This is an optimization exercise on Yosys and OpenROAD, whose aim is small area, a short achievable clock period and few clock cycles per item, not a production implementation. RTL that was checked went through simulation tests only; none was proved equivalent to the original. Power figures rest on the tool's default switching activity, not on a simulated workload.

==> trial 64 <==
==> flow/design.v (excerpt) <==
module zlc_tilechk (
    input  wire         clk,
    input  wire         rst,          
    input  wire [15:0]  cfg_lenm1,    
    input  wire         in_valid,
    output wire         in_ready,
    input  wire [255:0] in_data,      
    input  wire         in_first,
    input  wire         in_last,
    output wire         res_valid,
    output wire [2:0]   res_check,    
    output wire [31:0]  res_crc       
);
    assign in_ready = 1'b1;
    reg         v_q;                  
    reg         last_q, first_q;
    reg         hdr_q;                
    reg         hold_q;               
    reg  [31:0] y_q;                  
    reg  [31:0] field_q;              
    reg         poison_q;             
    reg         ok_a_q, bounds_q, big_q, nnz0_q;
    reg  [13:0] nm1_q, nnzm1_q;
    reg  [6:0]  lx_q, hx_q;
    reg  [1:0]  kv_q;
    reg  [2:0]  hfail_q;              
    reg  [7:0]  rem_q;                
    wire        hdr_now = v_q ? last_q : hold_q;
    wire        take    = in_valid && !rst;
    wire        after_hdr = hdr_q && !hdr_now;
    wire [31:0] s_in = hdr_now ? 32'hFFFF_FFFF :
                       hdr_q   ? field_q : y_q;
    wire [31:0] u_in = after_hdr ? y_q : 32'd0;
    wire [31:0] y_n;
    tc_crc_step u_crc (
        .s (s_in),
        .d (in_data),
        .u (u_in),
        .y (y_n)
    );
    wire        ok_a, bounds_ok, big, nnz0;
    wire [13:0] nm1, nnzm1;
    wire [6:0]  lx, hx;
    wire [1:0]  kv;
    tc_header_a u_hdr_a (
        .hdr (in_data), .lenm1 (cfg_lenm1),
        .ok_a (ok_a), .bounds_ok (bounds_ok), .nm1 (nm1), .big (big),
        .kv (kv), .lx (lx), .hx (hx), .nnzm1 (nnzm1), .nnz0 (nnz0)
    );
    always @(posedge clk) begin
        v_q      <= take;
        last_q   <= in_last;
        first_q  <= in_first;
        poison_q <= in_data[10];
        ok_a_q   <= ok_a;
        bounds_q <= bounds_ok;
        big_q    <= big;
        nm1_q    <= nm1;
        kv_q     <= kv;
        lx_q     <= lx;
        hx_q     <= hx;
        nnzm1_q  <= nnzm1;
        nnz0_q   <= nnz0;
        hold_q   <= rst || hdr_now;
        if (take) begin
            y_q   <= y_n;
            hdr_q <= hdr_now;
            if (hdr_now) begin
  ...
==> module zlc_tilechk, before the edit <==
module zlc_tilechk (
    input  wire         clk,
    input  wire         rst,          
    input  wire [15:0]  cfg_lenm1,    
    input  wire         in_valid,
    output wire         in_ready,
    input  wire [255:0] in_data,      
    input  wire         in_first,
    input  wire         in_last,
    output wire         res_valid,
    output wire [2:0]   res_check,    
    output wire [31:0]  res_crc       
);
    assign in_ready = 1'b1;
    reg         v_q;                  
    reg         last_q, first_q;
    reg         hdr_q;                
    reg         hold_q;               
    reg  [31:0] y_q;                  
    reg  [31:0] field_q;              
    reg         poison_q;             
    reg         ok_a_q, bounds_q, big_q, nnz0_q;
    reg  [13:0] nm1_q, nnzm1_q;
    reg  [6:0]  lx_q, hx_q;
    reg  [1:0]  kv_q;
    reg  [2:0]  hfail_q;              
    reg  [7:0]  rem_q;                
    wire        hdr_now = v_q ? last_q : hold_q;
    wire        take    = in_valid && !rst;
    wire        after_hdr = hdr_q && !hdr_now;
    wire [31:0] s_in = hdr_now ? 32'hFFFF_FFFF :
                       hdr_q   ? field_q : y_q;
    wire [31:0] u_in = after_hdr ? y_q : 32'd0;
    wire [31:0] y_n;
    tc_crc_step u_crc (
        .s (s_in),
        .d (in_data),
        .u (u_in),
        .y (y_n)
    );
    wire        ok_a, bounds_ok, big, nnz0;
    wire [13:0] nm1, nnzm1;
    wire [6:0]  lx, hx;
    wire [1:0]  kv;
    tc_header_a u_hdr_a (
        .hdr (in_data), .lenm1 (cfg_lenm1),
        .ok_a (ok_a), .bounds_ok (bounds_ok), .nm1 (nm1), .big (big),
        .kv (kv), .lx (lx), .hx (hx), .nnzm1 (nnzm1), .nnz0 (nnz0)
    );
    always @(posedge clk) begin
        v_q      <= take;
        last_q   <= in_last;
        first_q  <= in_first;
        poison_q <= in_data[10];
        ok_a_q   <= ok_a;
        bounds_q <= bounds_ok;
        big_q    <= big;
        nm1_q    <= nm1;
        kv_q     <= kv;
        lx_q     <= lx;
        hx_q     <= hx;
        nnzm1_q  <= nnzm1;
        nnz0_q   <= nnz0;
        hold_q   <= rst || hdr_now;
        if (take) begin
            y_q   <= y_n;
            hdr_q <= hdr_now;
            if (hdr_now) begin
                field_q <= in_data[255:224];
                rem_q   <= {1'b0, in_data[22:16]} + 8'd1;    
            end else if (rem_q != 8'hFF) begin
                rem_q   <= rem_q - 8'd1;
            end
        end
    end
    wire hvalid;
    tc_header_b u_hdr_b (
        .ok_a (ok_a_q), .nm1 (nm1_q), .big (big_q), .kv (kv_q), .lx (lx_q), .hx (hx_q),
        .nnzm1 (nnzm1_q), .nnz0 (nnz0_q), .valid (hvalid)
    );
    wire [2:0] hcode = !first_q  ? 3'd1 :
                       !hvalid   ? 3'd2 :
                       !bounds_q ? 3'd3 :
                       poison_q  ? 3'd4 : 3'd0;
    always @(posedge clk) begin
        if (v_q && hdr_q)
            hfail_q <= hcode;
    end
    assign res_valid = v_q && last_q;
    assign res_check = hdr_q               ? ((hcode != 3'd0) ? hcode : 3'd5) :
                       (hfail_q != 3'd0)   ? hfail_q :
                       (rem_q != 8'd0)     ? 3'd5 :
                       (y_q != ~field_q)   ? 3'd6 : 3'd0;
    assign res_crc   = ~y_q;
endmodule
Settings: LEC_CHECK=0, ABC_CLOCK_PERIOD_IN_PS=30000, CAP_MARGIN=20, CORE_MARGIN=2, CORE_UTILIZATION=40, SLEW_MARGIN=20; clock period 50.0 ns.
standard.sh (not shown) runs the stock make flow with config.mk's settings and CLKGATE_MAP_FILE= SYNTH_SCRIPT=/design/flow/synth_recipe.tcl, a recipe that flattens the netlist after the stock synthesis.
==> flow/flow/run.sh <==
#!/bin/bash
# Standard layout, with the ports buffered by sky130_fd_sc_hd__buf_2
# instead of the buffer that buffer_ports picks by default, and ORFS's timing
# repair aiming at a setup slack of SETUP_SLACK_MARGIN ns at the design's period.
set -e
export BUFFER_PORTS_ARGS="-buffer_cell sky130_fd_sc_hd__buf_2"
export SETUP_SLACK_MARGIN=36.0
bash standard.sh > standard.log 2>&1
==> trial 12 (differences from trial 64) <==
--- a/flow/design.v
+++ b/flow/design.v
@@ -24,4 +24,5 @@
     reg  [6:0]  lx_q, hx_q;
     reg  [1:0]  kv_q;
+    reg  [6:0]  pum1_q;
     reg  [2:0]  hfail_q;              
     reg  [7:0]  rem_q;                
@@ -62,14 +63,11 @@
         nnzm1_q  <= nnzm1;
         nnz0_q   <= nnz0;
+        pum1_q   <= in_data[22:16];
         hold_q   <= rst || hdr_now;
         if (take) begin
             y_q   <= y_n;
             hdr_q <= hdr_now;
-            if (hdr_now) begin
+            if (hdr_now)
                 field_q <= in_data[255:224];
-                rem_q   <= {1'b0, in_data[22:16]} + 8'd1;    
-            end else if (rem_q != 8'hFF) begin
-                rem_q   <= rem_q - 8'd1;
-            end
         end
     end
@@ -84,11 +82,17 @@
                        poison_q  ? 3'd4 : 3'd0;
     always @(posedge clk) begin
-        if (v_q && hdr_q)
-            hfail_q <= hcode;
+        if (v_q) begin
+            if (hdr_q) begin
+                hfail_q <= hcode;
+                rem_q   <= {1'b0, pum1_q} + 8'd1;
+            end else if (rem_q != 8'hFF) begin
+                rem_q   <= rem_q - 8'd1;
+            end
+        end
     end
     assign res_valid = v_q && last_q;
     assign res_check = hdr_q               ? ((hcode != 3'd0) ? hcode : 3'd5) :
                        (hfail_q != 3'd0)   ? hfail_q :
-                       (rem_q != 8'd0)     ? 3'd5 :
+                       (rem_q != 8'd1)     ? 3'd5 :
                        (y_q != ~field_q)   ? 3'd6 : 3'd0;
     assign res_crc   = ~y_q;
- CORE_UTILIZATION: 40 -> 50
==> run summary <==
quantity	trial 12	trial 64
Tmin final	14.02 ns	13.91 ns
Status	timing/DRC/antenna clean	timing/DRC/antenna clean
Fraction of synthesized cell area taken by the top area cell type	41.0%	38.6%
Total via count after detailed routing	24900	23600
Layout Area Growth over Synthesis	10.5%	10.9%
Worst setup slack for register-to-register paths	44.81 ns	44.79 ns
Met2 capacity usage during global routing	72.2%	59.4%
Net switching power	1410 uW	1440 uW
Peak supply drop	0.0579 mV	0.0514 mV
Die area	56100 um2	71000 um2
Max Clock Freq	0.0713 GHz	0.0719 GHz
Critical Path Slowest Stage Cell	xnor2_1	xor2_1
Vias in the first global route	24000	22500
GR Util met3	23.9%	12.4%
Multi-input combinational area share	75.0%	75.3%
Clock buf/inv share	2.01%	1.88%
Die height	237 um	266 um
Clk_buf instances	20	18
Floorplan Core Area	53700 um2	68300 um2
Testbench counts of trial 12, summed over its fixed seeds: cycles 66,901, entries 66,893.
Only the layout flow was run in trial 64; the RTL was not checked for function there.

-- port drivers added, routing unchanged --
The results above use ideal ports. As a check the final layouts listed here were re-extracted and re-timed, cells and wires unchanged. Step 1, drivers: a clkbuf_16 drives clk and a buf_2 each remaining input, both assumed. Step 2, shift: input delay + t, output delay - t, t = (earliest + latest rising clock arrival at the registers) / 2. This alone moves slack from input paths to output paths. Slacks: no drivers / after step 1 / after step 2; pairs: no drivers / after step 1.
run	t, ns	setup slack, ns	slew at the worst register clock pin (ns)	pins driven straight from the clock port
trial 64	0.492	36.089 / 36.116 / 35.624	0.07 / 0.07	1
trial 12	0.510	35.983 / 36.017 / 35.508	0.08 / 0.08	1
After both steps every run listed still meets setup and hold. For trial 12, which loses most, drivers alone change the setup slack by +0.034 ns; drivers and shift together by -0.475 ns.
